What follows belongs to an exercise in optimizing a design on an open flow for small area, a short achievable clock period and few clock cycles per item; a production flow would make more cautious choices. Where RTL was checked, it was by simulation tests only, not by an equivalence proof against the original.

old:
## cmp_coder
module cmp_coder (
    input  wire        clk,
    input  wire        rst,         
    input  wire [1:0]  cfg_fmt,     
    input  wire [1:0]  cfg_type,    
    input  wire        cfg_pred,    
    input  wire [2:0]  cfg_e,       
    input  wire        in_valid,
    output wire        in_ready,
    input  wire [15:0] in_pix,
    input  wire        in_last,
    output reg         out_valid,
    input  wire        out_ready,
    output reg  [31:0] out_data,
    output reg         out_last,
    output wire [15:0] res_len,     
    output wire [15:0] res_npix,    
    output wire [31:0] res_crc      
);
Size: about 3,800 cells after synthesis, roughly 450 flip-flops, ~130 I/O pins, ~36,000 µm² of cells after synthesis.
clock: 55.0 ns
lec_check: 0
cap_margin: 20
core_margin: 2
core_utilization: 40
cts_cluster_diameter: 80
cts_cluster_size: 34
slew_margin: 20
standard.sh (not shown) runs the stock make flow with config.mk's settings and CLKGATE_MAP_FILE= SYNTH_SCRIPT=/design/flow/synth_recipe.tcl, a recipe that flattens the netlist after the stock synthesis.
==> flow/flow/run.sh <==
#!/bin/bash
set -uo pipefail
export SETUP_SLACK_MARGIN=43
bash standard.sh > standard.log 2>&1
No stage failed in old, and the final checks on the layout all came back clean.
Input changes introduced in new (baseline for comparison: old):
--- a/flow/design.v
+++ b/flow/design.v
@@ -51,13 +51,13 @@
             s0_i1    <= !first_exp && (cnt == 2'd1);
             if (accept) begin
                 first_exp <= in_last;
                 cnt       <= first_exp ? 2'd1 : (cnt == 2'd2) ? 2'd2 : cnt + 2'd1;
             end
         end
-        if (rdy && first_exp) begin
+        if (accept && first_exp) begin
             fmt_r  <= cfg_fmt;
             type_r <= cfg_type;
             pred_r <= cfg_pred;
             e_r    <= cfg_e;
         end
     end
==> summary.txt <==
Comparing old against new, there is no change at all in hold buffer count at CTS.
[new vs old] worst setup margin: higher in new
Higher routability congestion estimate from global placement goes to old over new.
No functional check of the RTL was part of any run of this note.

* * *

## run a
cmp_coder, a different RTL version from the one above (not shown whole).
Size in the first run: roughly 3800 cells after synthesis, ~130 I/O pins, ~36000 sq um of cells after synthesis.
export LEC_CHECK = 0
export CAP_MARGIN = 20
export CORE_MARGIN = 2
export CORE_UTILIZATION = 40
export SLEW_MARGIN = 20
create_clock -name core_clock -period 55.0 [get_ports {clk}]
Scripts as last shown in full above: flow/flow/run.sh
[inputs] run b vs run a
--- a/flow/design.v
+++ b/flow/design.v
@@ -31,39 +31,43 @@
     reg [2:0] e_r;
     wire        is_raw = (type_r == 2'd1);
     wire        is_bnd = (type_r == 2'd3);
     wire [15:0] maxv   = (fmt_r == 2'd0) ? 16'h03FF : (fmt_r == 2'd1) ? 16'h0FFF : 16'hFFFF;
     wire [15:0] half   = (fmt_r == 2'd0) ? 16'h0200 : (fmt_r == 2'd1) ? 16'h0800 : 16'h8000;
     wire [2:0]  ee     = is_bnd ? e_r : 3'd0;           
     wire [3:0]  w      = {ee, 1'b1};                    
-    reg        s0_v, s0_last, s0_first;
+    reg        s0_v, s0_last, s0_first, s0_i1;
     reg [15:0] s0_pix;
+    reg [1:0]  cnt;           
     always @(posedge clk) begin
         rst_r <= rst;
         if (rst_r) begin
             s0_v      <= 1'b0;
             first_exp <= 1'b1;
         end else if (run) begin
             s0_v     <= accept;
             s0_pix   <= in_pix;
             s0_last  <= in_last;
             s0_first <= first_exp;
-            if (accept) first_exp <= in_last;
+            s0_i1    <= !first_exp && (cnt == 2'd1);
+            if (accept) begin
+                first_exp <= in_last;
+                cnt       <= first_exp ? 2'd1 : (cnt == 2'd2) ? 2'd2 : cnt + 2'd1;
+            end
         end
         if (accept && first_exp) begin
             fmt_r  <= cfg_fmt;
             type_r <= cfg_type;
             pred_r <= cfg_pred;
             e_r    <= cfg_e;
         end
     end
     reg [15:0] x1, x2;        
-    reg [1:0]  pos;           
     wire [15:0] x  = s0_pix & maxv;
-    wire        i1 = !s0_first && (pos == 2'd1);
+    wire        i1 = s0_i1;
     wire [15:0] xp = s0_first ? half : (pred_r && !i1) ? x2 : x1;
     wire [1:0]  asel = s0_first ? 2'd0 : (pred_r && !i1) ? 2'd2 : 2'd1;
     wire [16:0] dpos = {1'b0, x} - {1'b0, xp};
     wire [16:0] dneg = {1'b0, xp} - {1'b0, x};
     wire        sgn_c = (fmt_r == 2'd0) ? dpos[9] : (fmt_r == 2'd1) ? dpos[11] : dpos[15];
     wire        sgn   = is_bnd ? dpos[16] : sgn_c;
     wire [15:0] mag   = is_bnd ? (dpos[16] ? dneg[15:0] : dpos[15:0])
@@ -106,15 +110,14 @@
             s1_sgn   <= sgn;
             s1_asel  <= asel;
             s1_r     <= r1;
             s1_q     <= {q1, mag[7:0]};
             if (s0_v) begin
                 x2  <= x1;
                 x1  <= x;
-                pos <= s0_first ? 2'd1 : (pos == 2'd2) ? 2'd2 : pos + 2'd1;
             end
         end
     end
     reg [3:0]  r2;
     reg [7:0]  q2;
     always @(*) begin
         r2 = s1_r;
@@ -145,18 +148,19 @@
     reg [13:0] npix;
     wire [15:0] x3 = s1_v ? x2 : x1;
     wire signed [3:0] adjp = (s2_asel == 2'd0) ? 4'sd0 : (s2_asel == 2'd1) ? adj1 : adj2;
     wire signed [5:0] tt   = $signed({2'b00, s2_r}) + (s2_sgn ? -{{2{adjp[3]}}, adjp} : {{2{adjp[3]}}, adjp});
     wire        corr = (tt > $signed({3'b000, ee}));
     wire signed [5:0] sp   = corr ? tt - $signed({2'b00, w}) : tt;    
     wire signed [5:0] s    = s2_sgn ? -sp : sp;                       
-    wire signed [17:0] hu  = $signed({2'b00, x3}) - {{12{s[5]}}, s};
-    wire        lo = hu < 0;
-    wire        hi = hu > $signed({2'b00, maxv});
-    wire [15:0] h  = lo ? 16'd0 : hi ? maxv : hu[15:0];
+    wire [15:0] hu  = x3 - {{10{s[5]}}, s};
+    wire [15:0] top = ~x3 & maxv;                                     
+    wire        lo  = !s[5] && (x3[15:3] == 13'd0) && (x3[2:0] < s[2:0]);
+    wire        hi  = s[5] && (top[15:3] == 13'd0) && ({1'b0, top[2:0]} < -s[3:0]);
+    wire [15:0] h   = lo ? 16'd0 : hi ? maxv : hu;
     wire signed [3:0] adjn = lo ? $signed(x3[3:0]) : hi ? $signed(x3[3:0] - maxv[3:0]) : s[3:0];
     wire [15:0] qp1 = s2_q + 16'd1;
     wire [15:0] qm1 = s2_q - 16'd1;
     wire        qz  = (s2_q == 16'd0);
     reg  [15:0] m;
     always @(*) begin
         if (!corr)
Findings:
Every run in the comparison, run b and run a, completed the flow with a clean layout. Run b and run a ended up with roughly the same final critical-path share of the clock period. Lower clock network latency to the later pin of the worst-skew pair goes to run a over run b. Die area (run b over run a): decrease, 1200 sq um. Compared with run a, run b shows a lower final cell count. For wire length of the first global-routing pass, run a and run b come out practically identical. When run b is set beside run a, its area after synthesis turns out to be about 1.3% smaller. Between run a and run b, the flow reports count of nets after finishing decreasing slightly. Run a ended up with crc[5] as its timing startpoint of the critical path; run b ended up with crc[1]. Relative to run a, final-layout fill cell count decreased by about 1.8% in run b. From run a to run b the numbers moved as follows: post-cts repair resize count increased 17, number of distinct library cell variants in the gate-level netlist after synthesis increased about 5%, final wirelength increased 1.7%. Going from run a to run b, clock slew seen by the registers of the worst setup and hold paths shows no meaningful change; smallest setup slack after layout shows a reduction of 0.058 ns. Non-clock buffer instance count of the final layout came out lower on run b than on run a.
Testbench counts of run b, summed over its fixed seeds: cycles 139,476, pixels 137,713.
Only the layout flow was run in run a; the RTL was not checked for function there.

[port drivers added, routing unchanged]
The flow's constraints put no driver on any port. The routed layouts listed below were extracted and timed again, unchanged, in two steps.
Step 1 sets driving cells, clkbuf_16 on the clock port and buf_2 on the other inputs (assumed; they add their load-dependent delay and slew).
Step 2 adds t to the input delays and takes it off the output delays; t is the mean of the earliest and latest rising clock arrival at the registers after step 1. Input paths then give back, and output paths get back, about the clock's delay inside the block.
Slacks: ideal / step 1 / step 2; pairs: ideal / step 1.
run | shift t [ns] | setup slack, ns | hold WS [ns] | worst setup path at the end | worst data-port slew with drivers (ns)
old | 0.655 | 42.646 / 42.585 / 42.495 | 0.429 / 0.429 / 0.429 | input to register | 0.06
new | 0.677 | 42.724 / 42.661 / 42.525 | 0.427 / 0.427 / 0.427 | input to register | 0.05
run a | 0.673 | 42.731 / 42.661 / 42.442 | 0.417 / 0.417 / 0.417 | input to register | 0.06
run b | 0.689 | 42.673 / 42.613 / 42.322 | 0.420 / 0.420 / 0.420 | input to register | 0.14
After both steps every run listed still meets setup and hold. For run b, which loses most, drivers alone change the setup slack by -0.060 ns; drivers and shift together by -0.351 ns.
